Context: an optimization exercise on an open-source flow, tuned for small area, a short achievable clock period and few clock cycles. The choices shown serve that exercise and are no tape-out recipe. Where RTL was checked, it was by simulation tests only, not by an equivalence proof against the original. Function not checked in runs 4 to 6: the RTL went through the layout flow alone. No activity file was given, so power comes from the tool's default toggle rates.

### design.v
module ledger_cvt_core (
    input  wire [127:0] word,
    input  wire [10:0]  s,         
    output wire [24:0]  win,       
    output wire         sticky,    
    output wire         neg,
    output wire [7:0]   t,         
    output wire [10:0]  ep,        
    output wire         is_nan,
    output wire         is_sat,
    output wire         is_zero
);
    assign neg = word[127];
    wire [15:0] a8, o8;
    genvar j;
    generate
        for (j = 0; j < 16; j = j + 1) begin : g8
            assign a8[j] = &word[8*j+7:8*j];
            assign o8[j] = |word[8*j+7:8*j];
        end
    endgenerate
    wire lo_zero = ~(|o8[14:1]) & ~|word[126:120] & ~|word[7:1];
    wire lo_ones = &a8[14:1] & &word[126:120] & &word[7:1];
    assign is_nan  = neg & lo_zero & ~word[0];
    assign is_sat  = word[0] & (neg ? lo_zero : lo_ones);
    assign is_zero = ~neg & lo_zero & ~word[0];
    wire signed [10:0] ss = s;
    wire [7:0] sc = (ss < 11'sd0) ? 8'd0 : (ss > 11'sd151) ? 8'd151 : s[7:0];
    assign ep = 11'd1 - s;
    wire [150:0] we = {word[126:0], 24'd0};
    rnorm_win u_sh (.v(we), .a8(a8), .o8(o8), .sgn(neg), .s(sc), .win(win), .lost(sticky), .t(t));
endmodule
module ledger_cvt_pack (
    input  wire [24:0]  win,
    input  wire         sticky,
    input  wire         neg,
    input  wire [7:0]   t,
    input  wire [10:0]  ep,
    input  wire         is_nan,
    input  wire         is_sat,
    input  wire         is_zero,
    input  wire [1:0]   fmt,
    input  wire [1:0]   mode,
    input  wire         flush,
    output reg  [31:0]  bits,
    output reg          range
);
    wire fp16 = (fmt == 2'd2);
    wire signed [11:0] bex  = $signed({4'd0, t}) + $signed({ep[10], ep});
    wire signed [11:0] bmax = fp16 ? 12'sd30 : 12'sd254;
    wire [7:0] be     = bex[7:0];
    wire       be_ovf = bex > bmax;
    wire       be_top = bex == bmax;
    reg st, wr;
    reg [23:0] low;    
    always @(*) begin
        case (fmt)
            2'd1:    begin st = sticky | (|win[15:0]); wr = win[16]; low = 24'h00FFFF; end
            2'd2:    begin st = sticky | (|win[12:0]); wr = win[13]; low = 24'h001FFF; end
            default: begin st = sticky;                wr = win[0];  low = 24'h000000; end
        endcase
    end
    wire [23:0] kx   = win[24:1] ^ {24{neg}};    
    wire        xr   = wr ^ neg;                 
    wire        c    = neg & ~st;                
    wire        rbit = xr ^ c;
    reg         lsb;
    always @(*) begin
        case (fmt)
            2'd1:    lsb = kx[16];
            2'd2:    lsb = kx[13];
            default: lsb = kx[0];
        endcase
    end
    reg up;
    always @(*) begin
        case (mode)
            2'd1:    up = 1'b0;
            2'd2:    up = ~neg & (rbit | st);
            2'd3:    up = neg & (rbit | st);
            default: up = rbit & (st | lsb);
        endcase
    end
    wire inc = (xr & c) | up;
    wire [24:0] n = {1'b0, kx | low} + {24'd0, inc};
    wire cy = n[24];
    wire h  = n[23] | cy;
    wire to_inf = (mode == 2'd0) || (mode == 2'd2 && !neg) || (mode == 2'd3 && neg);
    wire [22:0] mant = (cy || (!h && flush)) ? 23'd0 : n[22:0];
    wire [7:0]  ex   = h ? (be + {7'd0, cy}) : 8'd0;
    wire        ovf  = (be_ovf | (be_top & cy)) & ~is_zero & ~is_nan & ~is_sat;
    wire        is_inf = is_sat | (ovf & to_inf);
    wire        is_max = ovf & ~to_inf;
    wire        sign   = neg & ~is_nan;
    wire [7:0]  e8     = (is_nan | is_inf | is_max) ? {7'h7F, ~is_max} : ex;
    wire [22:0] m23    = is_nan ? 23'h400000 : is_inf ? 23'd0 : is_max ? 23'h7FFFFF : mant;
    always @(*) begin
        range = is_sat | ovf;
        case (fmt)
            2'd1:    bits = {16'd0, sign, e8, m23[22:16]};
            2'd2:    bits = {16'd0, sign, e8[4:0], m23[22:13]};
            default: bits = {sign, e8, m23};
        endcase
    end
endmodule
module rnorm_win (
    input  wire [150:0] v,
    input  wire [15:0]  a8,       
    input  wire [15:0]  o8,       
    input  wire         sgn,
    input  wire [7:0]   s,
    output wire [24:0]  win,
    output wire         lost,     
    output wire [7:0]   t
);
    wire [151:0] t7;
    wire [87:0]  t6;
    wire [55:0]  t5;
    wire [39:0]  t4;
    wire [31:0]  t3;
    wire [27:0]  t2;
    wire [25:0]  t1;
    wire [7:0]   k;
    wire [7:0]   e;       
    wire [7:0]  a16, o16;
    wire [3:0]  a32, o32;
    wire [1:0]  a64, o64;
    genvar j;
    generate
        for (j = 0; j < 8; j = j + 1) begin : g16
            assign a16[j] = a8[2*j+1] & a8[2*j];
            assign o16[j] = o8[2*j+1] | o8[2*j];
        end
        for (j = 0; j < 4; j = j + 1) begin : g32
            assign a32[j] = a16[2*j+1] & a16[2*j];
            assign o32[j] = o16[2*j+1] | o16[2*j];
        end
        for (j = 0; j < 2; j = j + 1) begin : g64
            assign a64[j] = a32[2*j+1] & a32[2*j];
            assign o64[j] = o32[2*j+1] | o32[2*j];
        end
    endgenerate
    wire [15:0] n8  = sgn ? ~a8  : o8;
    wire [7:0]  n16 = sgn ? ~a16 : o16;
    wire [3:0]  n32 = sgn ? ~a32 : o32;
    wire [1:0]  n64 = sgn ? ~a64 : o64;
    wire n4 = sgn ? ~&t3[31:28] : |t3[31:28];
    wire n2 = sgn ? ~&t2[27:26] : |t2[27:26];
    wire n1 = t1[25] ^ sgn;
    assign k[7] = s[7];
    assign e[7] = 1'b1;
    assign e[6] = 1'b1;
    assign k[6] = (~k[7] & n64[1]) | (e[6] & s[6]);
    assign e[5] = e[6] & (k[6] == s[6]);
    assign k[5] = (~k[7] & n32[{k[6], 1'b1}]) | (e[5] & s[5]);
    assign e[4] = e[5] & (k[5] == s[5]);
    assign k[4] = (~k[7] & n16[{k[6], k[5], 1'b1}]) | (e[4] & s[4]);
    assign e[3] = e[4] & (k[4] == s[4]);
    assign k[3] = (~k[7] & n8[{k[6], k[5], k[4], 1'b1}]) | (e[3] & s[3]);
    assign e[2] = e[3] & (k[3] == s[3]);
    assign k[2] = (~k[7] & n4) | (e[2] & s[2]);
    assign e[1] = e[2] & (k[2] == s[2]);
    assign k[1] = (~k[7] & n2) | (e[1] & s[1]);
    assign e[0] = e[1] & (k[1] == s[1]);
    assign k[0] = (~k[7] & n1) | (e[0] & s[0]);
    assign t = k;
    assign t7  = {sgn, v[150:48], k[7] ? {25{sgn}} : v[47:23], k[7] ? v[150:128] : v[22:0]};
    assign t6  = k[6] ? t7[151:64] : t7[87:0];
    assign t5  = k[5] ? t6[87:32]  : t6[55:0];
    assign t4  = k[4] ? t5[55:16]  : t5[39:0];
    assign t3  = k[3] ? t4[39:8]   : t4[31:0];
    assign t2  = k[2] ? t3[31:4]   : t3[27:0];
    assign t1  = k[1] ? t2[27:2]   : t2[25:0];
    assign win = k[0] ? t1[25:1]   : t1[24:0];
    assign lost = (k[7] & (|o8[12:0])) | (k[6] & (|t7[63:0])) | (k[5] & (|t6[31:0])) |
                  (k[4] & (|t5[15:0])) | (k[3] & (|t4[7:0])) | (k[2] & (|t3[3:0])) |
                  (k[1] & (|t2[1:0])) | (k[0] & t1[0]);
endmodule
module ledger_cvt (
    input  wire         clk,
    input  wire         rst,
    input  wire         in_valid,
    output wire         in_ready,
    input  wire [127:0] in_word,
    input  wire [9:0]   in_eref,
    input  wire [1:0]   in_fmt,      
    input  wire [1:0]   in_mode,     
    input  wire         in_flush,    
    output reg          out_valid,
    output reg  [31:0]  out_bits,
    output reg          out_range
);
    assign in_ready = 1'b1;
    reg         v0;
    reg [127:0] word0;
    reg [10:0]  s0;       
    reg [1:0]   fmt0, mode0;
    reg         flush0;
    always @(posedge clk) begin
        v0     <= rst ? 1'b0 : in_valid;
        word0  <= in_word;
        s0     <= ((in_fmt == 2'd2) ? 11'sd82 : -11'sd30) - {in_eref[9], in_eref};
        fmt0   <= in_fmt;
        mode0  <= in_mode;
        flush0 <= in_flush;
    end
    wire [24:0] win;
    wire        sticky, neg, is_nan, is_sat, is_zero;
    wire [7:0]  t;
    wire [10:0] ep;
    ledger_cvt_core core (
        .word(word0), .s(s0),
        .win(win), .sticky(sticky), .neg(neg), .t(t), .ep(ep),
        .is_nan(is_nan), .is_sat(is_sat), .is_zero(is_zero));
    reg         v1;
    reg [24:0]  win1;
    reg         sticky1, neg1, nan1, sat1, zero1;
    reg [7:0]   t1;
    reg [10:0]  ep1;
    reg [1:0]   fmt1, mode1;
    reg         flush1;
    always @(posedge clk) begin
        v1      <= rst ? 1'b0 : v0;
        win1    <= win;
        sticky1 <= sticky;
        neg1    <= neg;
        t1      <= t;
        ep1     <= ep;
        nan1    <= is_nan;
        sat1    <= is_sat;
        zero1   <= is_zero;
        fmt1    <= fmt0;
        mode1   <= mode0;
        flush1  <= flush0;
    end
    wire [31:0] bits;
    wire        range;
    ledger_cvt_pack pack (
        .win(win1), .sticky(sticky1), .neg(neg1), .t(t1), .ep(ep1),
        .is_nan(nan1), .is_sat(sat1), .is_zero(zero1), .fmt(fmt1), .mode(mode1), .flush(flush1),
        .bits(bits), .range(range));
    always @(posedge clk) begin
        out_valid <= rst ? 1'b0 : v1;
        out_bits  <= bits;
        out_range <= range;
    end
endmodule
### flow/run.sh
#!/bin/bash
# The standard layout (standard.sh) with four changes:
#  - synthesis maps the logic with an area-oriented ABC script (flow/synth.tcl);
#  - ports are buffered with buf_1 instead of the default buffer cell;
#  - clock tree synthesis adds no dummy loads;
#  - timing repair aims at an 8.3 ns period (setup margin 26.7 ns on the 35 ns
#    clock).  The constraints themselves are unchanged.
set -euo pipefail
export MY_WORK_DIR=$(pwd)
export MY_FLOW_DIR=$(pwd)/flow
bash standard.sh "SYNTH_SCRIPT=$MY_FLOW_DIR/synth.tcl" \
  "BUFFER_PORTS_ARGS=-buffer_cell sky130_fd_sc_hd__buf_1" \
  "CTS_ARGS=-sink_clustering_enable -repair_clock_nets -dont_use_dummy_load" \
  "SETUP_SLACK_MARGIN=26.7" finish > flow_make.log 2>&1
### flow/area.abc
strash; dc2; dch -f; amap
### flow/synth.tcl
# synth_recipe.tcl (the standard synthesis) with one change: ABC maps the
# logic with flow/area.abc, an area-oriented script (amap; the layout flow
# buffers and sizes), instead of ORFS's script.  Registers are mapped before ABC
# runs, so their cells and names are the standard synthesis's.
proc abc {args} {
  set i [lsearch -exact $args -script]
  if {$i >= 0} { lset args [expr {$i + 1}] $::env(MY_FLOW_DIR)/area.abc }
  yosys abc {*}$args
}
source $::env(MY_WORK_DIR)/synth_recipe.tcl
### standard.sh
#!/bin/bash
# synth_recipe.tcl (not shown) runs the flow's synth.tcl, then flattens the netlist and writes it again
# the make line also repeats each setting of config.mk as NAME=value (left out here)
make -C /OpenROAD-flow-scripts/flow DESIGN_CONFIG=/design/flow/config.mk WORK_HOME=/design/flow/orfs CLKGATE_MAP_FILE= SYNTH_SCRIPT=/design/flow/synth_recipe.tcl "${@:-finish}"
### config.mk
export PLATFORM = sky130hd
export DESIGN_NAME = ledger_cvt
export DESIGN_NICKNAME = ledger_cvt
export VERILOG_FILES = /design/flow/design.v
export SDC_FILE = /design/flow/constraint.sdc
export NUM_CORES = 4
export LEC_CHECK = 0
export CAP_MARGIN = 20
export CORE_MARGIN = 2
export CORE_UTILIZATION = 58
export PLACE_DENSITY = 0.75
export SLEW_MARGIN = 20
### constraint.sdc
create_clock -name core_clock -period 35.0 [get_ports {clk}]
set_input_delay 7.0000 -clock core_clock [delete_from_list [all_inputs] [get_ports {clk}]]
set_output_delay 7.0000 -clock core_clock [all_outputs]
set_load 0.01 [all_outputs]
==> reports/metrics.cfg, run 1 <==
[logic_synthesis]
ys_seq_area_share_pct=42.5
synth_flop_cell=dfxtp_1
synthDistinctLibCells=50
synth-edff-count=0
synthArstFlopShare_pct=0
avgSynthCellArea_um2=8.26
synth_warnings=2
synth_cells=1335
synth_nets=1509
syn_area_um2=11000
yosys_register_bits=234

[grt]
antenna_found_initial=0
grt_pass1_wl_mm=55.8
grt_pass1_vias=10550
grt_max_degree=82
track_usage_pct=35.4
grt_overflow=0

[timing]
grt_setup_unrepaired=true
period_share_pct=23.3
fmax_mhz=123
finalClockSkew_ns=0.0400
setup_viol=0
post-route-min-period_ns=8.15
holdWs_ns=0.326
slew_headroom_pct=44.7
slew_violations=0
worstMarginPinSlew_ns=0.823
tns_ns=0
hold_viol_final=0

[cells_and_area]
layout_common_cells=dfxtp_1 (233), buf_1 (179), nor2_1 (171)
syn_to_final_growth_pct=21.1
insertedDiodeCount=0
layout-drive-gt1-share_pct=6.56
final_common_cell=dfxtp_1
nets=1745

[route]
wl_per_cell_um=20.8
ant_nets=0
drt-initial-drc-count=1588
wl_mm=37.5
route.detailed.drc=0
via_count=11784
via_per_inst=6.54
firstDrtPassIters=5

[power]
p_leak_nw=4.77
peakVddDrop_mv=0.0461
powerDensity_nw_per_um2=81.5

[min_path]
hp-class=flip-flop to flip-flop
hold_start=mode0[0]

[setup_path]
path_class=primary input to flip-flop
critPathBufInv=2
cp-start-kind=primary input
slowest_delay_ns=0.25
critPathSlowestCell=ha_4
cp_max_fo=5
required_ns=35.42
reg2reg_slack_ns=26.91
cp_top_family=simple AND/OR/NAND/NOR gates
critical_path.cell_chain=buf_1 > nor2b_4 > clkinv_2 > ha_4 > a21o_1 > nand3b_1 > and2_1 > o21a_1 > nor2_1 > o21ai_0
r2r-start=word0[92]
cp-startpoint=in_fmt[1]
cp-end-kind=flip-flop
crit_arrival_ns=8.57

[placed_design]
dp_hpwl_mm=27.5
gp_congestion=1.09
port_buffers=179

[floorplanning]
io_pins=181
start_util_pct=59.0
die-area_um2=20100
chipHeight_um=142
std_cell_rows=50
die_w_um=142
core_um2=18700

[cts]
clock_latency_ns=0.53
cts_root_buf=clkbuf_16
cts_buffers=24
clock-sinks=234
ctsHoldBuffers=0
clockBufferDepth=3
cts.clk_slew.worst_paths_ns=0.06
cts_tree=built
htree_levels=1

[job]
drv_cap=0

[run_status]
outcome=timing/DRC/antenna clean

registers in the layout, indices dropped and copies added (netlist names), 8 cells and up:
| signal | cells |
|---|---|
| word0 | 128 |
| ep1 | 11 |
| out_bits | 32 |
| s0 | 11 |
| t1 | 8 |
| win1 | 25 |
synthesized netlist by cell type (10+ instances only):
cell	instances	area, um2
dfxtp_1	234	4680
nor2_1	177	664
o22ai_1	139	870
clkinv_1	119	447
o22a_1	98	858
a21oi_1	88	440
nand2_1	75	282
o21ai_0	68	340
nor3_1	35	175
nand4_1	34	213
nor4_1	31	194
ha_1	27	338
a22oi_1	23	173
nand3_1	23	115
nor2b_1	19	119
o221ai_1	13	114
o21a_1	12	90.1
a31oi_1	11	68.8
or2_0	11	68.8
and3_1	10	62.6
what timing repair did:
action	in CTS	in global routing
gates cloned	7	3
setup endpoints to repair	29	47
gates resized for setup	14	13
hold endpoints to repair	0	0
setup buffers	6	9
pin swaps	6	5
where the power goes:
part,internal [W],switching [W]
sequential,0.000312,0.0000242
clock,0.000120,0.0000925
combinational,0.000200,0.000339
logic make-up (layout without fill, tap and decap cells):
kind of cell / after synthesis / count (layout) / synth area share [%]
buf+inv: 120 / 348 / 4.12
other cells: 1 / 1 / 0.0340
simple gates: 454 / 459 / 19.9
fa+ha+maj: 28 / 28 / 3.24
flops: 234 / 234 / 42.5
compound gates: 498 / 499 / 30.3
per-layer routing:
layer | part of all wire, % | vias up | track usage [%]
met5 | 0 | - | 0
met4 | 2.9 | 0 | 9.53
met3 | 12 | 86 | 10.4
met2 | 43 | 707 | 54.5
met1 | 42 | 5416 | 48.8
li1 | - | 5575 | -
cell type report:
type / instances / area (um2)
Multi-Input combinational cell: 987 / 6280
Fill cell: 1516 / 5350
Sequential cell: 234 / 4690
Timing Repair Buffer: 203 / 927
Clock buffer: 24 / 601
Inverter: 119 / 549
Tap cell: 234 / 293
Timing Repair inverter: 2 / 16.3
metrics by stage:
| step | std cells | setup slack, ns | util, % | total power, W | instance area (um2) |
|---|---|---|---|---|---|
| after floorplan | 1335 | 25.13 | - | 0.000697 | 11400 |
| after global placement | 1754 | 24.19 | 66.1 | 0.000815 | 12400 |
| after detailed placement | 1754 | 23.83 | 66.1 | 0.000826 | 12400 |
| after CTS | 1791 | 26.70 | 70.5 | 0.00106 | 13200 |
| after global routing | 1803 | 26.62 | 71.4 | 0.00114 | 13400 |
| final | 1803 | 26.85 | 71.4 | 0.00109 | 13400 |
path summary, 6_finish.rpt:
check | end | cells after the start
max | s0[9] | 10
min | mode1[0] | 0
max reg2reg | sticky1 | 41
min reg2reg | mode1[0] | 0
Testbench counts, summed over its fixed seeds: cycles 16,024.
==> run 2, diff against run 1 <==
--- a/config.mk
+++ b/config.mk
@@ -7,6 +7,6 @@
 export LEC_CHECK = 0
 export CAP_MARGIN = 20
 export CORE_MARGIN = 2
-export CORE_UTILIZATION = 58
-export PLACE_DENSITY = 0.75
+export CORE_UTILIZATION = 42
+export PLACE_DENSITY = 0.65
 export SLEW_MARGIN = 20
==> reports/metrics.cfg, run 2 <==
[cts]
clock_latency_ns=0.53  ; about the same
clock-sinks=234  ; unchanged
cts_tree=built  ; unchanged
cts_buffers=24  ; unchanged
cts.clk_slew.worst_paths_ns=0.05  ; was 0.06 ns
ctsHoldBuffers=0  ; unchanged
htree_levels=1  ; unchanged
clockBufferDepth=3  ; unchanged
cts_root_buf=clkbuf_16  ; unchanged

[placed_design]
dp_hpwl_mm=27.7  ; was 27.5 mm
place_area_um2=12500  ; was 12400 um2
port_buffers=179  ; unchanged
gp_congestion=1.06  ; was 1.09

[grt]
grt_overflow=0  ; unchanged
track_usage_pct=25.6  ; was 35.4%
grt_pass1_vias=10548  ; was 10.6k
grt_max_degree=82  ; unchanged
grt_pass1_wl_mm=57.0  ; was 55.8 mm
antenna_found_initial=0  ; unchanged

[power]
p_leak_nw=4.74  ; was 4.77 nW
combPwrFrac_pct=49.3  ; was 49.6%
p_seq_share_pct=31.1  ; was 30.9%
intPower_w=0.000632  ; about the same
clock_power_share_pct=19.5  ; about the same
netSwitchingPower_w=0.000443  ; was 0.000456 W
powerDensity_nw_per_um2=80.0  ; was 81.5 nW/um2
p_sw_share_pct=41.2  ; was 41.9%
peakVddDrop_mv=0.0489  ; was 0.0461 mV

[cells_and_area]
layout-drive-gt1-share_pct=6.61  ; was 6.56%
insertedDiodeCount=0  ; unchanged
top_register=word0  ; unchanged
finish.instance_area_um2=13400  ; about the same
largest_register_ffs=128  ; unchanged
nFillCells=2464  ; was 1516
layout_common_cells=dfxtp_1 (234), buf_1 (179), nor2_1 (172)  ; was dfxtp_1 (233), buf_1 (179), nor2_1 (171)
syn_to_final_growth_pct=21.8  ; was 21.1%
nets=1750  ; was 1745
final_common_cell=dfxtp_1  ; unchanged
largest_registers=word0 (128), out_bits (32), win1 (25)  ; unchanged

[logic_synthesis]
synth_nets=1509  ; unchanged
synth-edff-count=0  ; unchanged
ys_seq_area_share_pct=42.5  ; unchanged
yosys_register_bits=234  ; unchanged
synth_top_family_by_area=compound AO/OA/AOI/OAI gates  ; unchanged
synth_most_common_cell=dfxtp_1  ; unchanged
synth_warnings=2  ; unchanged
syn_area_um2=11000  ; unchanged
yosysTopAreaCellShare_pct=42.5  ; unchanged
synth_flop_cell=dfxtp_1  ; unchanged
avgSynthCellArea_um2=8.26  ; unchanged
synth_compound_area_share_pct=30.3  ; unchanged
synthDistinctLibCells=50  ; unchanged
synthTopCellsByArea=dfxtp_1 (42%), o22ai_1 (7.9%), o22a_1 (7.8%), nor2_1 (6.0%), clkinv_1 (4.1%)  ; unchanged
synthArstFlopShare_pct=0  ; unchanged
synthSimpleGateAreaFrac_pct=19.9  ; unchanged
synth_top_area_cell=dfxtp_1  ; unchanged
synth_xor_area_share_pct=0  ; unchanged
synthTopCellsByCount=dfxtp_1 (234), nor2_1 (177), o22ai_1 (139), clkinv_1 (119), o22a_1 (98)  ; unchanged
synthAdderAreaFrac_pct=3.24  ; unchanged
synthMuxAreaShare_pct=0  ; unchanged
synth_cells=1335  ; unchanged

[setup_path]
regToRegEndpoint=sticky1  ; unchanged
reg2reg_slack_ns=27.01  ; was 26.91 ns
path_class=primary input to flip-flop  ; unchanged
crit_arrival_ns=8.52  ; was 8.57 ns
r2r_cells=42  ; was 41
cp-start-kind=primary input  ; unchanged
r2r-start=word0[92]  ; unchanged
required_ns=35.40  ; was 35.42 ns
cp_max_fo=5  ; unchanged
cp-end-kind=flip-flop  ; unchanged

[timing]
grt_setup_unrepaired=true  ; unchanged
tns_ns=0  ; unchanged
worstMarginPinSlew_ns=0.982  ; was 0.823 ns
finalClockSkew_ns=0.0419  ; was 0.0400 ns
slew_violations=0  ; unchanged
slew_headroom_pct=33.8  ; was 44.7%
period_share_pct=23.2  ; was 23.3%
setup_viol=0  ; unchanged
hold_viol_final=0  ; unchanged
fmax_mhz=123  ; about the same
post-route-min-period_ns=8.12  ; was 8.15 ns

[route]
wl_mm=36.8  ; was 37.5 mm
drt-initial-drc-count=993  ; was 1588
firstDrtPassIters=8  ; was 5
wl_per_cell_um=19.3  ; was 20.8 um
via_per_inst=5.94  ; was 6.54
route.detailed.drc=0  ; unchanged
ant_nets=0  ; unchanged
via_count=11330  ; was 11.8k

[floorplanning]
std_cell_rows=59  ; was 50
start_util_pct=42.6  ; was 59.0%
core_um2=25900  ; was 18700 um2
die_w_um=166  ; was 142 um
die-area_um2=27600  ; was 20100 um2
io_pins=181  ; unchanged
chipHeight_um=166  ; was 142 um

[min_path]
hold_depth=0  ; unchanged
hold-path-endpoint=fmt1[1]  ; was mode1[0]
hp-class=flip-flop to flip-flop  ; unchanged
hold_start=fmt0[1]  ; was mode0[0]

[job]
drv_cap=0  ; unchanged

[run_status]
outcome=timing/DRC/antenna clean  ; unchanged

## run 2: cell counts after synthesis
Identical to the previous run, type by type.
## run 2: power by group through the flow
stage	registers, W	logic, W	clock network, W
global route	0.000339	0.000577	0.000228
global placement	0.000340	0.000480	0
floorplan	0.000342	0.000356	0
CTS	0.000334	0.000506	0.000216
finish	0.000335	0.000530	0.000210
detailed placement	0.000340	0.000482	0
## run 2: how the worst max path moves through the flow
stage                     startpoint  endpoint  slack (ns)  depth (start not counted)
after floorplan            word0[80]   sticky1       25.13                         39
after global placement    word0[127]   sticky1       24.56                         32
after detailed placement  word0[127]   sticky1       24.18                         32
after CTS                 word0[125]   sticky1       26.72                         42
after global routing      word0[125]   sticky1       26.62                         42
final                      in_fmt[1]     s0[9]       26.88                         10
## run 2: stage by stage
stage          utilization, %  power, W  std cells  hold WS (ns)  worst slack (ns)
4_1_cts                  51.3   0.00106       1898         0.326             26.72
5_1_grt                  51.8   0.00114       1909         0.330             26.62
3_3_place_gp             48.2  0.000820       1855         0.312             24.56
2_1_floorplan               -  0.000697       1335         0.310             25.13
3_5_place_dp             48.2  0.000822       1855         0.315             24.18
6_report                 51.8   0.00107       1909         0.324             26.88
## run 2: cells by family after synthesis
kind of cell / after synthesis
AO/OA/AOI/OAI: 498
AND/OR/NAND/NOR: 454
flip-flops: 234
buffers and inverters: 120
adder cells (fa/ha/maj): 28
other: 1
## run 2: layout make-up
class	instances	area, um2	area share [%]
Clock buffer	24	601	4.47
Inverter	119	528	3.93
Multi-Input combinational cell	989	6290	46.8
Sequential cell	234	4680	34.9
Tap cell	335	419	3.12
Timing Repair Buffer	205	887	6.60
Timing Repair inverter	3	22.5	0.168
## run 2: routing by layer
metal  part of all wire [%]  up-vias  global-route usage, %
li1                       -     5592                      -
met4                    6.2        0                   14.3
met5                      0        -                      0
met3                    6.3      115                   3.57
met2                     45      523                   42.2
met1                     42     5100                   32.3
## run 2: worst max-delay path: stages
cell	delay, ns
buf_1	0.08
nor2b_4	0.19
clkinv_2	0.12
ha_4	0.24
a21o_1	0.19
nand3b_1	0.17
and2_1	0.16
o21a_1	0.16
nor2_1	0.13
o21ai_0	0.08
## run 2: what timing repair did
| item | in CTS | in global routing |
|---|---|---|
| cloned | 9 | 2 |
| pin swaps | 10 | 4 |
| gates resized for setup | 7 | 9 |
| endpoints found under the setup margin | 29 | 33 |
| setup buffers | 10 | 9 |
==> run 3, diff against run 2 <==
==> flow/run.sh (replaced) <==
#!/bin/bash
# The standard layout (standard.sh) with four changes:
#  - synthesis maps the logic with an area-oriented ABC script (flow/synth.tcl);
#  - ports are buffered with buf_1 instead of the default buffer cell;
#  - clock tree synthesis adds no dummy loads;
#  - timing repair aims at an 8.45 ns period (setup margin 26.55 ns on the 35 ns
#    clock).  The constraints themselves are unchanged.
set -euo pipefail
export MY_WORK_DIR=$(pwd)
export MY_FLOW_DIR=$(pwd)/flow
bash standard.sh "SYNTH_SCRIPT=$MY_FLOW_DIR/synth.tcl" \
  "BUFFER_PORTS_ARGS=-buffer_cell sky130_fd_sc_hd__buf_1" \
  "CTS_ARGS=-sink_clustering_enable -repair_clock_nets -dont_use_dummy_load" \
  "SETUP_SLACK_MARGIN=26.55" finish > flow_make.log 2>&1
--- a/config.mk
+++ b/config.mk
@@ -7,6 +7,6 @@
 export LEC_CHECK = 0
 export CAP_MARGIN = 20
 export CORE_MARGIN = 2
-export CORE_UTILIZATION = 42
-export PLACE_DENSITY = 0.65
+export CORE_UTILIZATION = 50
+export PLACE_DENSITY = 0.7
 export SLEW_MARGIN = 20
==> reports/metrics.cfg, run 3 <==
[cts]
cts_tree=built  ; unchanged
clock-sinks=234  ; unchanged
cts_root_buf=clkbuf_16  ; unchanged
cts_buffers=24  ; unchanged
clock_latency_ns=0.52  ; was 0.53 ns
cts.clk_slew.worst_paths_ns=0.05  ; about the same
clockBufferDepth=3  ; unchanged
htree_levels=1  ; unchanged

[logic_synthesis]
syn_area_um2=11000  ; unchanged
yosys_register_bits=234  ; unchanged
synth_most_common_cell=dfxtp_1  ; unchanged
synth-edff-count=0  ; unchanged
synth_top_area_cell=dfxtp_1  ; unchanged
synthArstFlopShare_pct=0  ; unchanged
ys_seq_area_share_pct=42.5  ; unchanged
synthTopCellsByArea=dfxtp_1 (42%), o22ai_1 (7.9%), o22a_1 (7.8%), nor2_1 (6.0%), clkinv_1 (4.1%)  ; unchanged
yosysTopAreaCellShare_pct=42.5  ; unchanged
synthDistinctLibCells=50  ; unchanged
synthTopCellsByCount=dfxtp_1 (234), nor2_1 (177), o22ai_1 (139), clkinv_1 (119), o22a_1 (98)  ; unchanged
synth_flop_cell=dfxtp_1  ; unchanged
synth_cells=1335  ; unchanged
synth_warnings=2  ; unchanged
synth_nets=1509  ; unchanged
avgSynthCellArea_um2=8.26  ; unchanged

[placed_design]
gp_congestion=0.998  ; was 1.06
port_buffers=179  ; unchanged
dp_hpwl_mm=28.6  ; was 27.7 mm

[route]
wl_mm=38.2  ; was 36.8 mm
drt-initial-drc-count=1052  ; was 993
route.detailed.drc=0  ; unchanged
firstDrtPassIters=6  ; was 8
wl_per_cell_um=20.6  ; was 19.3 um
ant_nets=0  ; unchanged
via_count=11529  ; was 11.3k
via_per_inst=6.22  ; was 5.94

[grt]
grt_overflow=0  ; unchanged
track_usage_pct=30.9  ; was 25.6%
grt_max_degree=82  ; unchanged
grt_pass1_vias=10891  ; was 10.5k
grt_pass1_wl_mm=57.4  ; was 57.0 mm
antenna_found_initial=0  ; unchanged

[setup_path]
regToRegEndpoint=sticky1  ; unchanged
cp-start-kind=primary input  ; unchanged
required_ns=35.41  ; was 35.40 ns
r2r-start=word0[125]  ; was word0[92]
r2r_cells=43  ; was 42
path_class=primary input to flip-flop  ; unchanged
critPathSlowestCell=ha_4  ; unchanged
reg2reg_slack_ns=26.83  ; was 27.01 ns
critPathBufInv=2  ; unchanged
slowest_delay_ns=0.25  ; was 0.24 ns
cp_top_family=simple AND/OR/NAND/NOR gates  ; unchanged
cp_max_fo=5  ; unchanged
crit_arrival_ns=8.68  ; was 8.52 ns
critical_path.cell_chain=buf_1 > nor2b_4 > clkinv_2 > ha_4 > a21o_1 > nand3b_1 > and2_0 > o21a_1 > nor2_1 > nand2_1 > o21ai_0  ; was buf_1 > nor2b_4 > clkinv_2 > ha_4 > a21o_1 > nand3b_1 > and2_1 > o21a_1 > nor2_1 > o21ai_0
cp-end-kind=flip-flop  ; unchanged

[cells_and_area]
layout-drive-gt1-share_pct=6.61  ; unchanged
final_common_cell=dfxtp_1  ; unchanged
layout_common_cells=dfxtp_1 (233), buf_1 (179), nor2_1 (172)  ; was dfxtp_1 (234), buf_1 (179), nor2_1 (172)
insertedDiodeCount=0  ; unchanged
syn_to_final_growth_pct=21.9  ; was 21.8%
nFillCells=1965  ; was 2464
top_register=word0  ; unchanged
nets=1750  ; unchanged
largest_registers=word0 (128), out_bits (32), win1 (25)  ; unchanged
largest_register_ffs=128  ; unchanged

[floorplanning]
chipHeight_um=153  ; was 166 um
start_util_pct=50.7  ; was 42.6%
die_w_um=153  ; was 166 um
std_cell_rows=54  ; was 59
core_um2=21800  ; was 25900 um2
die-area_um2=23300  ; was 27600 um2
io_pins=181  ; unchanged

[min_path]
hp-class=flip-flop to flip-flop  ; unchanged
hold_start=fmt0[1]  ; unchanged
hold_depth=0  ; unchanged
hold-path-endpoint=fmt1[1]  ; unchanged

[power]
p_leak_nw=4.79  ; was 4.74 nW
powerDensity_nw_per_um2=81.6  ; was 80.0 nW/um2
peakVddDrop_mv=0.0459  ; was 0.0489 mV

[timing]
holdWs_ns=0.325  ; was 0.324 ns
slew_violations=0  ; unchanged
fmax_mhz=121  ; was 123 MHz
post-route-min-period_ns=8.26  ; was 8.12 ns
finalClockSkew_ns=0.0265  ; was 0.0419 ns
setup_viol=0  ; unchanged
worstMarginPinSlew_ns=1.02  ; was 0.982 ns
tns_ns=0  ; unchanged
hold_viol_final=0  ; unchanged
grt_setup_unrepaired=true  ; unchanged
period_share_pct=23.6  ; was 23.2%
slew_headroom_pct=32.0  ; was 33.8%

[job]
drv_cap=0  ; unchanged

[run_status]
outcome=timing/DRC/antenna clean  ; unchanged

## run 3: cell types whose count changed in the layout (fill, tap and decap cells not counted), sizes merged
cell	delta
clkinv	-1
o21ai	-2
clkbuf	+1
buf	+1
bufbuf	+1
## run 3: kinds of logic (layout without fill, tap and decap cells)
logic type	after synthesis	after routing	share of synthesized area [%]
buf+inv	120	353	4.12
other cells	1	1	0.0340
fa+ha+maj	28	28	3.24
simple gates	454	459	19.9
compound gates	498	499	30.3
flops	234	234	42.5
## run 3: final cells by class
class | instances | area, um2 | area share [%]
Multi-Input combinational cell | 987 | 6260 | 46.6
Tap cell | 280 | 350 | 2.61
Inverter | 119 | 552 | 4.11
Timing Repair inverter | 2 | 16.3 | 0.121
Clock buffer | 24 | 601 | 4.47
Sequential cell | 234 | 4690 | 34.9
Timing Repair Buffer | 208 | 977 | 7.27
## run 3: metrics by stage
stage	std cells	area [um2]	setup WS (ns)	util [%]	power, W
after floorplan	1335	11400	25.13	-	0.000697
after global placement	1801	12400	24.13	57.1	0.000824
after detailed placement	1801	12400	23.77	57.1	0.000828
after CTS	1839	13200	26.58	60.9	0.00106
after global routing	1854	13400	26.46	61.8	0.00116
final	1854	13400	26.74	61.8	0.00110
## run 3: how the worst max path moves through the flow
stage	slack, ns	to	cells after the start	from
2_1_floorplan	25.13	sticky1	39	word0[80]
3_3_place_gp	24.13	sticky1	39	word0[127]
3_5_place_dp	23.77	sticky1	38	word0[127]
4_1_cts	26.58	sticky1	42	word0[125]
5_1_grt	26.46	sticky1	42	word0[125]
6_report	26.74	s0[9]	11	in_fmt[1]
## run 3: per-layer routing
metal	track usage [%]	share of wire, %
met5	0	0
met1	36.8	40
met2	53.0	46
met4	17.4	6.7
met3	5.35	6.9
## run 3: power breakdown
group | internal [W] | leakage [nW] | switching [W]
registers | 0.000312 | 1.97 | 0.0000227
logic | 0.000209 | 2.52 | 0.000342
clock network | 0.000120 | 0.296 | 0.0000921
## run 3: timing repair
| item | 4_1_cts | 5_1_grt |
|---|---|---|
| hold buffers | 0 | 0 |
| pin swaps | 6 | 6 |
| setup endpoints to repair | 29 | 28 |
| setup buffers | 7 | 12 |
| gates cloned | 7 | 3 |
| resized for setup | 14 | 13 |
==> run 4, diff against run 3 <==
--- a/design.v
+++ b/design.v
@@ -1,6 +1,7 @@
 module ledger_cvt_core (
     input  wire [127:0] word,
-    input  wire [10:0]  s,         
+    input  wire [9:0]   eref,
+    input  wire [1:0]   fmt,
     output wire [24:0]  win,       
     output wire         sticky,    
     output wire         neg,
@@ -24,9 +25,15 @@
     assign is_nan  = neg & lo_zero & ~word[0];
     assign is_sat  = word[0] & (neg ? lo_zero : lo_ones);
     assign is_zero = ~neg & lo_zero & ~word[0];
-    wire signed [10:0] ss = s;
-    wire [7:0] sc = (ss < 11'sd0) ? 8'd0 : (ss > 11'sd151) ? 8'd151 : s[7:0];
-    assign ep = 11'd1 - s;
+    wire fp16 = (fmt == 2'd2);
+    wire signed [9:0] se = eref;
+    wire s_hi  = fp16 ? (se <= -10'sd46) : (se <= -10'sd158);    
+    wire s_mid = fp16 ? (se <= 10'sd18)  : (se <= -10'sd94);     
+    wire s_neg = fp16 ? (se > 10'sd82)   : (se > -10'sd30);      
+    wire s_big = fp16 ? (se < -10'sd69)  : (se < -10'sd181);     
+    wire [5:0] s6 = (fp16 ? 6'd18 : 6'd34) - eref[5:0];          
+    wire [7:0] sc = s_neg ? 8'd0 : s_big ? 8'd151 : {s_hi, s_mid & ~s_hi, s6};
+    assign ep = {eref[9], eref} + (fp16 ? -11'sd81 : 11'sd31);
     wire [150:0] we = {word[126:0], 24'd0};
     rnorm_win u_sh (.v(we), .a8(a8), .o8(o8), .sgn(neg), .s(sc), .win(win), .lost(sticky), .t(t));
 endmodule
@@ -193,13 +200,13 @@
     assign in_ready = 1'b1;
     reg         v0;
     reg [127:0] word0;
-    reg [10:0]  s0;       
+    reg [9:0]   eref0;
     reg [1:0]   fmt0, mode0;
     reg         flush0;
     always @(posedge clk) begin
         v0     <= rst ? 1'b0 : in_valid;
         word0  <= in_word;
-        s0     <= ((in_fmt == 2'd2) ? 11'sd82 : -11'sd30) - {in_eref[9], in_eref};
+        eref0  <= in_eref;
         fmt0   <= in_fmt;
         mode0  <= in_mode;
         flush0 <= in_flush;
@@ -209,7 +216,7 @@
     wire [7:0]  t;
     wire [10:0] ep;
     ledger_cvt_core core (
-        .word(word0), .s(s0),
+        .word(word0), .eref(eref0), .fmt(fmt0),
         .win(win), .sticky(sticky), .neg(neg), .t(t), .ep(ep),
         .is_nan(is_nan), .is_sat(is_sat), .is_zero(is_zero));
     reg         v1;
==> flow/run.sh (replaced) <==
#!/bin/bash
# The standard layout (standard.sh) with four changes:
#  - synthesis maps the logic with an area-oriented ABC script (flow/synth.tcl);
#  - ports are buffered with buf_1 instead of the default buffer cell;
#  - clock tree synthesis adds no dummy loads;
#  - timing repair aims at an 8 ns period (setup margin 27 ns on the 35 ns
#    clock).  The constraints themselves are unchanged.
set -euo pipefail
export MY_WORK_DIR=$(pwd)
export MY_FLOW_DIR=$(pwd)/flow
bash standard.sh "SYNTH_SCRIPT=$MY_FLOW_DIR/synth.tcl" \
  "BUFFER_PORTS_ARGS=-buffer_cell sky130_fd_sc_hd__buf_1" \
  "CTS_ARGS=-sink_clustering_enable -repair_clock_nets -dont_use_dummy_load" \
  "SETUP_SLACK_MARGIN=27" finish > flow_make.log 2>&1
==> reports/metrics.cfg, run 4 <==
[timing]
slew_headroom_pct=26.4  ; was 32.0%
fmax_mhz=125  ; was 121 MHz
slew_violations=0  ; unchanged
hold_viol_final=0  ; unchanged
tns_ns=0  ; unchanged
post-route-min-period_ns=7.97  ; was 8.26 ns
grt_setup_unrepaired=false  ; was true
holdWs_ns=0.330  ; was 0.325 ns
worstMarginPinSlew_ns=1.09  ; was 1.02 ns
finalClockSkew_ns=0.0259  ; was 0.0265 ns
setup_viol=0  ; unchanged
period_share_pct=22.8  ; was 23.6%

[cts]
clockBufferDepth=3  ; unchanged
clock-sinks=233  ; was 234
cts_buffers=23  ; was 24
htree_levels=1  ; unchanged
cts_tree=built  ; unchanged
cts_root_buf=clkbuf_16  ; unchanged
cts.clk_slew.worst_paths_ns=0.05  ; about the same
clock_latency_ns=0.53  ; was 0.52 ns

[cells_and_area]
nFillCells=1902  ; was 1965
multiInputGateArea_um2=6610  ; was 6260 um2
layout_common_cells=dfxtp_1 (224), nor2_1 (174), buf_1 (171)  ; was dfxtp_1 (233), buf_1 (179), nor2_1 (172)
syn_to_final_growth_pct=29.3  ; was 21.9%
largest_registers=word0 (128), out_bits (32), win1 (25)  ; unchanged
top_register=word0  ; unchanged
largest_register_ffs=128  ; unchanged
finish.instance_area_um2=14500  ; was 13400 um2
layout-drive-gt1-share_pct=12.5  ; was 6.61%
insertedDiodeCount=0  ; unchanged
final_common_cell=dfxtp_1  ; unchanged
layout.area.seq_um2=4680  ; was 4690 um2
nets=1830  ; was 1750

[logic_synthesis]
syn_area_um2=11200  ; was 11000 um2
synthTopCellsByCount=dfxtp_1 (233), nor2_1 (180), o22ai_1 (143), clkinv_1 (140), o22a_1 (100)  ; was dfxtp_1 (234), nor2_1 (177), o22ai_1 (139), clkinv_1 (119), o22a_1 (98)
yosysTopAreaCellShare_pct=41.7  ; was 42.5%
synth_flop_cell=dfxtp_1  ; unchanged
synthTopCellsByArea=dfxtp_1 (42%), o22ai_1 (8.0%), o22a_1 (7.8%), nor2_1 (6.0%), clkinv_1 (4.7%)  ; was dfxtp_1 (42%), o22ai_1 (7.9%), o22a_1 (7.8%), nor2_1 (6.0%), clkinv_1 (4.1%)
synth_top_area_cell=dfxtp_1  ; unchanged
synthArstFlopShare_pct=0  ; unchanged
synth_cells=1364  ; was 1335
synth_nets=1539  ; was 1509
ys_seq_area_share_pct=41.7  ; was 42.5%
synth_warnings=2  ; unchanged
yosys_register_bits=233  ; was 234
avgSynthCellArea_um2=8.20  ; was 8.26 um2
synthDistinctLibCells=51  ; was 50
synth_most_common_cell=dfxtp_1  ; unchanged
synth-edff-count=0  ; unchanged

[setup_path]
path_class=flip-flop to output pin  ; was primary input to flip-flop
slowest_delay_ns=0.31  ; was 0.25 ns
cp-start-kind=flip-flop  ; was primary input
critical_path.cell_chain=buf_1  ; was buf_1 > nor2b_4 > clkinv_2 > ha_4 > a21o_1 > nand3b_1 > and2_0 > o21a_1 > nor2_1 > nand2_1 > o21ai_0
cp_top_family=flip-flops  ; was simple AND/OR/NAND/NOR gates
critPathSlowestCell=dfxtp_1  ; was ha_4
required_ns=28.00  ; was 35.41 ns
critPathBufInv=1  ; was 2
cp-end-kind=output pin  ; was flip-flop
cp_max_fo=1  ; was 5
crit_arrival_ns=0.97  ; was 8.68 ns

[power]
peakVddDrop_mv=0.0484  ; was 0.0459 mV
powerDensity_nw_per_um2=67.6  ; was 81.6 nW/um2
p_leak_nw=5.22  ; was 4.79 nW
power_w=0.000976  ; was 0.00110 W

[placed_design]
dp_hpwl_mm=28.9  ; was 28.6 mm
gp_congestion=0.989  ; was 0.998
port_buffers=179  ; unchanged
place_area_um2=12700  ; was 12400 um2

[grt]
grt_overflow=0  ; unchanged
antenna_found_initial=0  ; unchanged
grt_pass1_vias=11580  ; was 10.9k
track_usage_pct=32.9  ; was 30.9%
grt_pass1_wl_mm=61.8  ; was 57.4 mm
grt_max_degree=49  ; was 82

[route]
via_per_inst=6.48  ; was 6.22
ant_nets=0  ; unchanged
wl_mm=41.8  ; was 38.2 mm
firstDrtPassIters=7  ; was 6
via_count=12533  ; was 11.5k
route.detailed.drc=0  ; unchanged
drt-initial-drc-count=1155  ; was 1052
wl_per_cell_um=21.6  ; was 20.6 um

[job]
drv_cap=0  ; unchanged

[floorplanning]
die-area_um2=23600  ; was 23300 um2
std_cell_rows=54  ; unchanged
chipHeight_um=154  ; was 153 um
start_util_pct=51.1  ; was 50.7%
die_w_um=154  ; was 153 um
core_um2=21900  ; was 21800 um2
io_pins=181  ; unchanged

[run_status]
outcome=timing/DRC/antenna clean  ; unchanged

[min_path]
hp-class=flip-flop to flip-flop  ; unchanged

[run 4: worst paths after layout]
kind | slack [ns] | depth (start not counted) | endpoint | startpoint
max | 27.03 | 1 | out_bits[15] | out_bits[15]
min | 0.33 | 0 | flush1 | flush0
max reg2reg | 27.17 | 35 | win1[23] | word0[80]
min reg2reg | 0.33 | 0 | flush1 | flush0
[run 4: area by class of cell]
cell class | count | share of cell area, %
Multi-Input combinational cell | 995 | 45.7
Sequential cell | 233 | 32.4
Clock buffer | 23 | 3.98
Timing Repair Buffer | 249 | 9.86
Tap cell | 280 | 2.42
Inverter | 140 | 4.65
Timing Repair inverter | 13 | 0.944
[run 4: logic make-up (layout without fill, tap and decap cells)]
family,Yosys count,count (layout),synth area share (%)
compound gates,505,507,30.6
simple gates,455,458,19.6
flops,233,233,41.7
buf+inv,141,425,4.77
fa+ha+maj,29,29,3.31
other cells,1,1,0.0335
[run 4: stage by stage]
stage	setup WS, ns	util, %	std cells
2_1_floorplan	25.10	-	1364
3_3_place_gp	24.44	57.9	1832
3_5_place_dp	24.17	57.9	1832
4_1_cts	26.98	63.5	1897
5_1_grt	26.82	66.0	1933
6_report	27.03	66.0	1933
[run 4: what timing repair did]
action | CTS | global route
hold buffers | 0 | 0
resized for setup | 37 | 65
pin swaps | 12 | 26
setup endpoints to repair | 30 | 34
gates cloned | 15 | 8
buffers inserted | 27 | 28
[run 4: routing by layer]
| metal | share of wire, % | vias up | routed length, um | GRT usage [%] |
|---|---|---|---|---|
| met5 | 0 | - | 0 | 0 |
| met1 | 37 | 5742 | 15600 | 39.0 |
| met4 | 6.9 | 0 | 2890 | 18.3 |
| met3 | 9.2 | 221 | 3840 | 5.64 |
| li1 | - | 5808 | - | - |
| met2 | 47 | 762 | 19500 | 56.4 |
[run 4: report_power, final]
group / switching (W) / total (W) / leakage [nW] / internal [W]
logic: 0.000270 / 0.000445 / 2.97 / 0.000175
clock network: 0.0000903 / 0.000205 / 0.283 / 0.000115
registers: 0.0000206 / 0.000326 / 1.96 / 0.000306
==> run 5, diff against run 4 <==
--- a/config.mk
+++ b/config.mk
@@ -8,5 +8,6 @@
 export CAP_MARGIN = 20
 export CORE_MARGIN = 2
 export CORE_UTILIZATION = 50
+export CTS_CLUSTER_SIZE = 20
 export PLACE_DENSITY = 0.7
 export SLEW_MARGIN = 20
==> reports/metrics.cfg, run 5 <==
[run_status]
outcome=timing/DRC/antenna clean  ; unchanged

[setup_path]
r2r-start=word0[80]  ; unchanged
cp-start-kind=flip-flop  ; unchanged
required_ns=28.00  ; about the same
cp_max_fo=1  ; unchanged
slowest_delay_ns=0.31  ; about the same
crit_arrival_ns=0.97  ; about the same
critPathSlowestCell=dfxtp_1  ; unchanged
r2r_cells=35  ; unchanged
critical_path.cell_chain=buf_1  ; unchanged
reg2reg_slack_ns=27.17  ; about the same
cp-end-kind=output pin  ; unchanged
cp_top_family=flip-flops  ; unchanged
regToRegEndpoint=win1[23]  ; unchanged
path_class=flip-flop to output pin  ; unchanged
critPathBufInv=1  ; unchanged

[floorplanning]
chipHeight_um=154  ; unchanged
std_cell_rows=54  ; unchanged
start_util_pct=51.1  ; unchanged
die-area_um2=23600  ; unchanged
io_pins=181  ; unchanged
die_w_um=154  ; unchanged
core_um2=21900  ; unchanged

[grt]
antenna_found_initial=0  ; unchanged
grt_pass1_vias=11580  ; unchanged
grt_max_degree=49  ; unchanged
grt_pass1_wl_mm=61.8  ; unchanged
grt_overflow=0  ; unchanged
track_usage_pct=32.9  ; unchanged

[timing]
fmax_mhz=125  ; unchanged
hold_viol_final=0  ; unchanged
post-route-min-period_ns=7.97  ; unchanged
slew_violations=0  ; unchanged
finalClockSkew_ns=0.0259  ; unchanged
setup_viol=0  ; unchanged
period_share_pct=22.8  ; unchanged
tns_ns=0  ; unchanged
worstMarginPinSlew_ns=1.09  ; unchanged
grt_setup_unrepaired=false  ; unchanged
slew_headroom_pct=26.4  ; unchanged

[logic_synthesis]
synth_nets=1539  ; unchanged
yosysTopAreaCellShare_pct=41.7  ; unchanged
synthArstFlopShare_pct=0  ; unchanged
synth_cells=1364  ; unchanged
yosys_register_bits=233  ; unchanged
synth_warnings=2  ; unchanged
synth_top_area_cell=dfxtp_1  ; unchanged
syn_area_um2=11200  ; unchanged
ys_seq_area_share_pct=41.7  ; unchanged
synthTopCellsByCount=dfxtp_1 (233), nor2_1 (180), o22ai_1 (143), clkinv_1 (140), o22a_1 (100)  ; unchanged
synth-edff-count=0  ; unchanged
synth_most_common_cell=dfxtp_1  ; unchanged
avgSynthCellArea_um2=8.20  ; unchanged
synthDistinctLibCells=51  ; unchanged
synth_flop_cell=dfxtp_1  ; unchanged
synthTopCellsByArea=dfxtp_1 (42%), o22ai_1 (8.0%), o22a_1 (7.8%), nor2_1 (6.0%), clkinv_1 (4.7%)  ; unchanged

[job]
drv_cap=0  ; unchanged

[placed_design]
dp_hpwl_mm=28.9  ; unchanged
gp_congestion=0.989  ; unchanged
place_area_um2=12700  ; unchanged
port_buffers=179  ; unchanged

[cts]
clock-sinks=233  ; unchanged
cts_buffers=23  ; unchanged
cts_tree=built  ; unchanged
cts_root_buf=clkbuf_16  ; unchanged
cts.clk_slew.worst_paths_ns=0.05  ; about the same
clockBufferDepth=3  ; unchanged
htree_levels=1  ; unchanged
clock_latency_ns=0.53  ; about the same

[route]
route.detailed.drc=0  ; unchanged
ant_nets=0  ; unchanged
via_per_inst=6.48  ; unchanged
wl_mm=41.8  ; unchanged
via_count=12533  ; unchanged
firstDrtPassIters=7  ; unchanged
wl_per_cell_um=21.6  ; unchanged
drt-initial-drc-count=1155  ; unchanged

[power]
powerDensity_nw_per_um2=67.6  ; unchanged
peakVddDrop_mv=0.0484  ; unchanged
p_leak_nw=5.22  ; unchanged

[min_path]
hp-class=flip-flop to flip-flop  ; unchanged
hold-path-endpoint=flush1  ; unchanged
hold_start=flush0  ; unchanged
hold_depth=0  ; unchanged

[cells_and_area]
final_common_cell=dfxtp_1  ; unchanged
syn_to_final_growth_pct=29.3  ; unchanged
layout_common_cells=dfxtp_1 (224), nor2_1 (174), buf_1 (171)  ; unchanged
insertedDiodeCount=0  ; unchanged
largest_register_ffs=128  ; unchanged
finish.instance_area_um2=14500  ; unchanged
largest_registers=word0 (128), out_bits (32), win1 (25)  ; unchanged
top_register=word0  ; unchanged
nets=1830  ; unchanged
layout-drive-gt1-share_pct=12.5  ; unchanged

run 5: cell counts in the layout (fill, tap and decap cells not counted):
Identical to the previous run, type by type.
run 5: layout make-up:
type / instances / area, um2
fill: 1902 / 7440
multi-input combinational: 995 / 6610
sequential: 233 / 4680
timing repair buffer: 249 / 1430
inverter: 140 / 672
clock buffer: 23 / 576
tap: 280 / 350
timing repair inverter: 13 / 136
run 5: worst max-delay path by stage:
stage | end | slack [ns] | start | cells past startpoint
after floorplan | win1[0] | 25.10 | eref0[8] | 37
after global placement | win1[23] | 24.44 | eref0[8] | 42
after detailed placement | win1[2] | 24.17 | word0[127] | 39
after CTS | win1[22] | 26.98 | eref0[8] | 38
after global routing | win1[23] | 26.82 | word0[80] | 37
final | out_bits[15] | 27.03 | out_bits[15] | 1
run 5: cell families (layout without fill, tap and decap cells):
family          after synthesis  count (layout)  synth area share [%]
compound gates              505             507                  30.6
simple gates                455             458                  19.6
flops                       233             233                  41.7
buf+inv                     141             425                  4.77
fa+ha+maj                    29              29                  3.31
other cells                   1               1                0.0335
run 5: power by group:
part	internal [W]	leakage, nW	switching [W]	total, W
combinational	0.000175	2.97	0.000270	0.000445
clock	0.000115	0.283	0.0000903	0.000205
sequential	0.000306	1.96	0.0000206	0.000326
total	0.000596	5.22	0.000381	0.000976
run 5: timing repair:
action                                  4_1_cts  5_1_grt
gates resized for setup                      37       65
endpoints found under the setup margin       30       34
hold buffers                                  0        0
hold endpoints to repair                      0        0
setup buffers                                27       28
cloned                                       15        8
pin swaps                                    12       26
run 5: through the flow:
stage	hold slack (ns)	util, %	total power (W)	setup WS [ns]	instances
after CTS	0.333	63.5	0.000932	26.98	1897
final	0.330	66.0	0.000976	27.03	1933
after detailed placement	0.315	57.9	0.000686	24.17	1832
after global routing	0.346	66.0	0.00102	26.82	1933
after global placement	0.311	57.9	0.000683	24.44	1832
after floorplan	0.310	-	0.000590	25.10	1364
run 5: routing by layer:
layer  track usage (%)  vias to the layer above  wire (um)
met5                 0                        -          0
met4              18.3                        0       2890
met3              5.64                      221       3840
met2              56.4                      762      19500
met1              39.0                     5742      15600
li1                  -                     5808          -
==> run 6, diff against run 5 <==
==> flow/run.sh (replaced) <==
#!/bin/bash
# The standard layout (standard.sh) with four changes:
#  - synthesis maps the logic with an area-oriented ABC script (flow/synth.tcl);
#  - ports are buffered with buf_1 instead of the default buffer cell;
#  - clock tree synthesis adds no dummy loads;
#  - timing repair aims at an 8.05 ns period (setup margin 26.95 ns on the 35 ns
#    clock).  The constraints themselves are unchanged.
set -euo pipefail
export MY_WORK_DIR=$(pwd)
export MY_FLOW_DIR=$(pwd)/flow
bash standard.sh "SYNTH_SCRIPT=$MY_FLOW_DIR/synth.tcl" \
  "BUFFER_PORTS_ARGS=-buffer_cell sky130_fd_sc_hd__buf_1" \
  "CTS_ARGS=-sink_clustering_enable -repair_clock_nets -dont_use_dummy_load" \
  "SETUP_SLACK_MARGIN=26.95" finish > flow_make.log 2>&1
--- a/config.mk
+++ b/config.mk
@@ -8,6 +8,5 @@
 export CAP_MARGIN = 20
 export CORE_MARGIN = 2
 export CORE_UTILIZATION = 50
-export CTS_CLUSTER_SIZE = 20
 export PLACE_DENSITY = 0.7
 export SLEW_MARGIN = 20
==> reports/metrics.cfg, run 6 <==
[run_status]
outcome=timing/DRC/antenna clean  ; unchanged

[grt]
grt_pass1_wl_mm=61.6  ; was 61.8 mm
grt_max_degree=49  ; unchanged
track_usage_pct=32.8  ; was 32.9%
grt_overflow=0  ; unchanged
grt_pass1_vias=11545  ; was 11.6k
antenna_found_initial=0  ; unchanged

[route]
wl_per_cell_um=21.6  ; about the same
firstDrtPassIters=6  ; was 7
wl_mm=41.8  ; about the same
ant_nets=0  ; unchanged
via_per_inst=6.45  ; was 6.48
route.detailed.drc=0  ; unchanged
via_count=12472  ; about the same
drt-initial-drc-count=1224  ; was 1155

[timing]
period_share_pct=22.8  ; about the same
tns_ns=0  ; unchanged
setup_ws_ns=27.01  ; was 27.03 ns
fmax_mhz=125  ; about the same
grt_setup_unrepaired=false  ; unchanged
slew_violations=0  ; unchanged
hold_viol_final=0  ; unchanged
post-route-min-period_ns=7.99  ; was 7.97 ns
worstMarginPinSlew_ns=1.06  ; was 1.09 ns
setup_viol=0  ; unchanged
slew_headroom_pct=29.0  ; was 26.4%
finalClockSkew_ns=0.0263  ; was 0.0259 ns

[cts]
clock_latency_ns=0.53  ; about the same
cts_buffers=23  ; unchanged
ctsHoldBuffers=0  ; unchanged
cts_tree=built  ; unchanged
cts.clk_slew.worst_paths_ns=0.05  ; about the same
clock-sinks=233  ; unchanged
clockBufferDepth=3  ; unchanged
cts_root_buf=clkbuf_16  ; unchanged
htree_levels=1  ; unchanged

[setup_path]
critical_path.cell_chain=buf_1  ; unchanged
cp-startpoint=out_bits[8]  ; was out_bits[15]
cp-end-kind=output pin  ; unchanged
slowest_delay_ns=0.30  ; was 0.31 ns
r2r-start=word0[80]  ; unchanged
crit_arrival_ns=0.99  ; was 0.97 ns
critPathSlowestCell=dfxtp_1  ; unchanged
critPathBufInv=1  ; unchanged
cp-start-kind=flip-flop  ; unchanged
path_class=flip-flop to output pin  ; unchanged
cp_top_family=flip-flops  ; unchanged
required_ns=28.00  ; about the same
cp_max_fo=1  ; unchanged

[cells_and_area]
nFillCells=1902  ; unchanged
layout_common_cells=dfxtp_1 (224), buf_1 (179), nor2_1 (173)  ; was dfxtp_1 (224), nor2_1 (174), buf_1 (171)
largest_registers=word0 (128), out_bits (32), win1 (25)  ; unchanged
final_common_cell=dfxtp_1  ; unchanged
layout-drive-gt1-share_pct=12.0  ; was 12.5%
largest_register_ffs=128  ; unchanged
nets=1830  ; unchanged
syn_to_final_growth_pct=29.1  ; was 29.3%
top_register=word0  ; unchanged
insertedDiodeCount=0  ; unchanged

[logic_synthesis]
synth_cells=1364  ; unchanged
synthDistinctLibCells=51  ; unchanged
synth_top_area_cell=dfxtp_1  ; unchanged
synth_nets=1539  ; unchanged
yosys_register_bits=233  ; unchanged
syn_area_um2=11200  ; unchanged
avgSynthCellArea_um2=8.20  ; unchanged
synthTopCellsByArea=dfxtp_1 (42%), o22ai_1 (8.0%), o22a_1 (7.8%), nor2_1 (6.0%), clkinv_1 (4.7%)  ; unchanged
synth_warnings=2  ; unchanged
synthArstFlopShare_pct=0  ; unchanged
synth-edff-count=0  ; unchanged
synthTopCellsByCount=dfxtp_1 (233), nor2_1 (180), o22ai_1 (143), clkinv_1 (140), o22a_1 (100)  ; unchanged
ys_seq_area_share_pct=41.7  ; unchanged
synth_flop_cell=dfxtp_1  ; unchanged
yosysTopAreaCellShare_pct=41.7  ; unchanged
synth_most_common_cell=dfxtp_1  ; unchanged

[placed_design]
dp_hpwl_mm=28.9  ; unchanged
pre_cts_ws_ns=24.17  ; unchanged
gp_congestion=0.989  ; unchanged
port_buffers=179  ; unchanged

[job]
drv_cap=0  ; unchanged

[floorplanning]
io_pins=181  ; unchanged
die-area_um2=23600  ; unchanged
die_w_um=154  ; unchanged
core_um2=21900  ; unchanged
std_cell_rows=54  ; unchanged
chipHeight_um=154  ; unchanged
start_util_pct=51.1  ; unchanged

[min_path]
hp-class=flip-flop to flip-flop  ; unchanged
hold_start=flush0  ; unchanged

[power]
powerDensity_nw_per_um2=67.6  ; about the same
p_leak_nw=5.18  ; was 5.22 nW
peakVddDrop_mv=0.0484  ; about the same

-- run 6: cell type report --
type | count | area, um2 | area share (%)
repair buffers | 249 | 1400 | 9.72
clock buffers | 23 | 576 | 3.99
well taps | 280 | 350 | 2.43
inverters | 140 | 672 | 4.66
flip-flops and latches | 233 | 4680 | 32.5
multi-input cells | 995 | 6610 | 45.8
repair inverters | 13 | 136 | 0.945
-- run 6: final timing paths --
| check | end | slack [ns] | cells past startpoint |
|---|---|---|---|
| max reg2reg | win1[23] | 27.07 | 36 |
| max | out_bits[8] | 27.01 | 1 |
| min | flush1 | 0.33 | 0 |
| min reg2reg | flush1 | 0.33 | 0 |
-- run 6: through the flow --
stage	hold WS [ns]	area (um2)	cells	power, W	utilization, %
after floorplan	0.310	11600	1364	0.000590	-
after global routing	0.346	14400	1933	0.00102	65.9
after global placement	0.311	12700	1832	0.000683	57.9
after detailed placement	0.315	12700	1832	0.000686	57.9
final	0.330	14400	1933	0.000975	65.9
after CTS	0.333	13900	1895	0.000931	63.4
-- run 6: cell families after synthesis --
family / count (synthesis) / share of synthesized area, %
AO/OA/AOI/OAI: 505 / 30.6
AND/OR/NAND/NOR: 455 / 19.6
adder cells (fa/ha/maj): 29 / 3.31
other: 1 / 0.0335
flip-flops: 233 / 41.7
buffers and inverters: 141 / 4.77
-- run 6: repair_timing --
action	in CTS	in global routing
setup endpoints to repair	29	27
buffers inserted	25	30
resized for setup	35	60
pin swaps	12	26
cloned	15	8
-- run 6: layer usage --
layer	global-route usage, %	routed length [um]	up-vias
met5	0	0	-
met4	17.3	2910	0
met3	5.64	3810	231
met2	56.6	19300	775
met1	39.1	15700	5646
li1	-	-	5820
-- run 6: power by group --
part | switching [W] | internal, W | leakage [nW] | total [W]
combinational | 0.000270 | 0.000174 | 2.94 | 0.000444
sequential | 0.0000205 | 0.000306 | 1.96 | 0.000326
clock | 0.0000903 | 0.000115 | 0.283 | 0.000205

## what the ideal ports hide
How much do the figures lean on ideal ports? The routed layouts below were timed once more, with nothing changed but the port constraints.
Step 1 assumes that a clkbuf_16 drives the clock port and a buf_2 every other input.
Step 2 times the ports against the registers' clock, not the clock port: input delays grow and output delays shrink by t, the midpoint of the rising clock arrivals with the driver on.
Slacks: ideal ports / drivers / drivers and shift; pairs: ideal ports / drivers.
run | shift t [ns] | slack for setup (ns) | worst setup path after step 2 | worst data-port slew with drivers (ns)
run 1 | 0.556 | 26.846 / 26.872 / 26.316 | input to register | 0.05
run 2 | 0.558 | 26.879 / 26.907 / 26.349 | input to register | 0.04
run 3 | 0.558 | 26.736 / 26.759 / 26.201 | input to register | 0.04
run 4 | 0.563 | 27.027 / 26.977 / 27.168 | register to register | 0.06
run 5 | 0.563 | 27.027 / 26.977 / 27.168 | register to register | 0.06
run 6 | 0.564 | 27.015 / 26.964 / 27.074 | register to register | 0.06
After both steps every run listed still meets setup and hold. For run 3, which loses most, drivers alone change the setup slack by +0.023 ns; drivers and shift together by -0.535 ns.
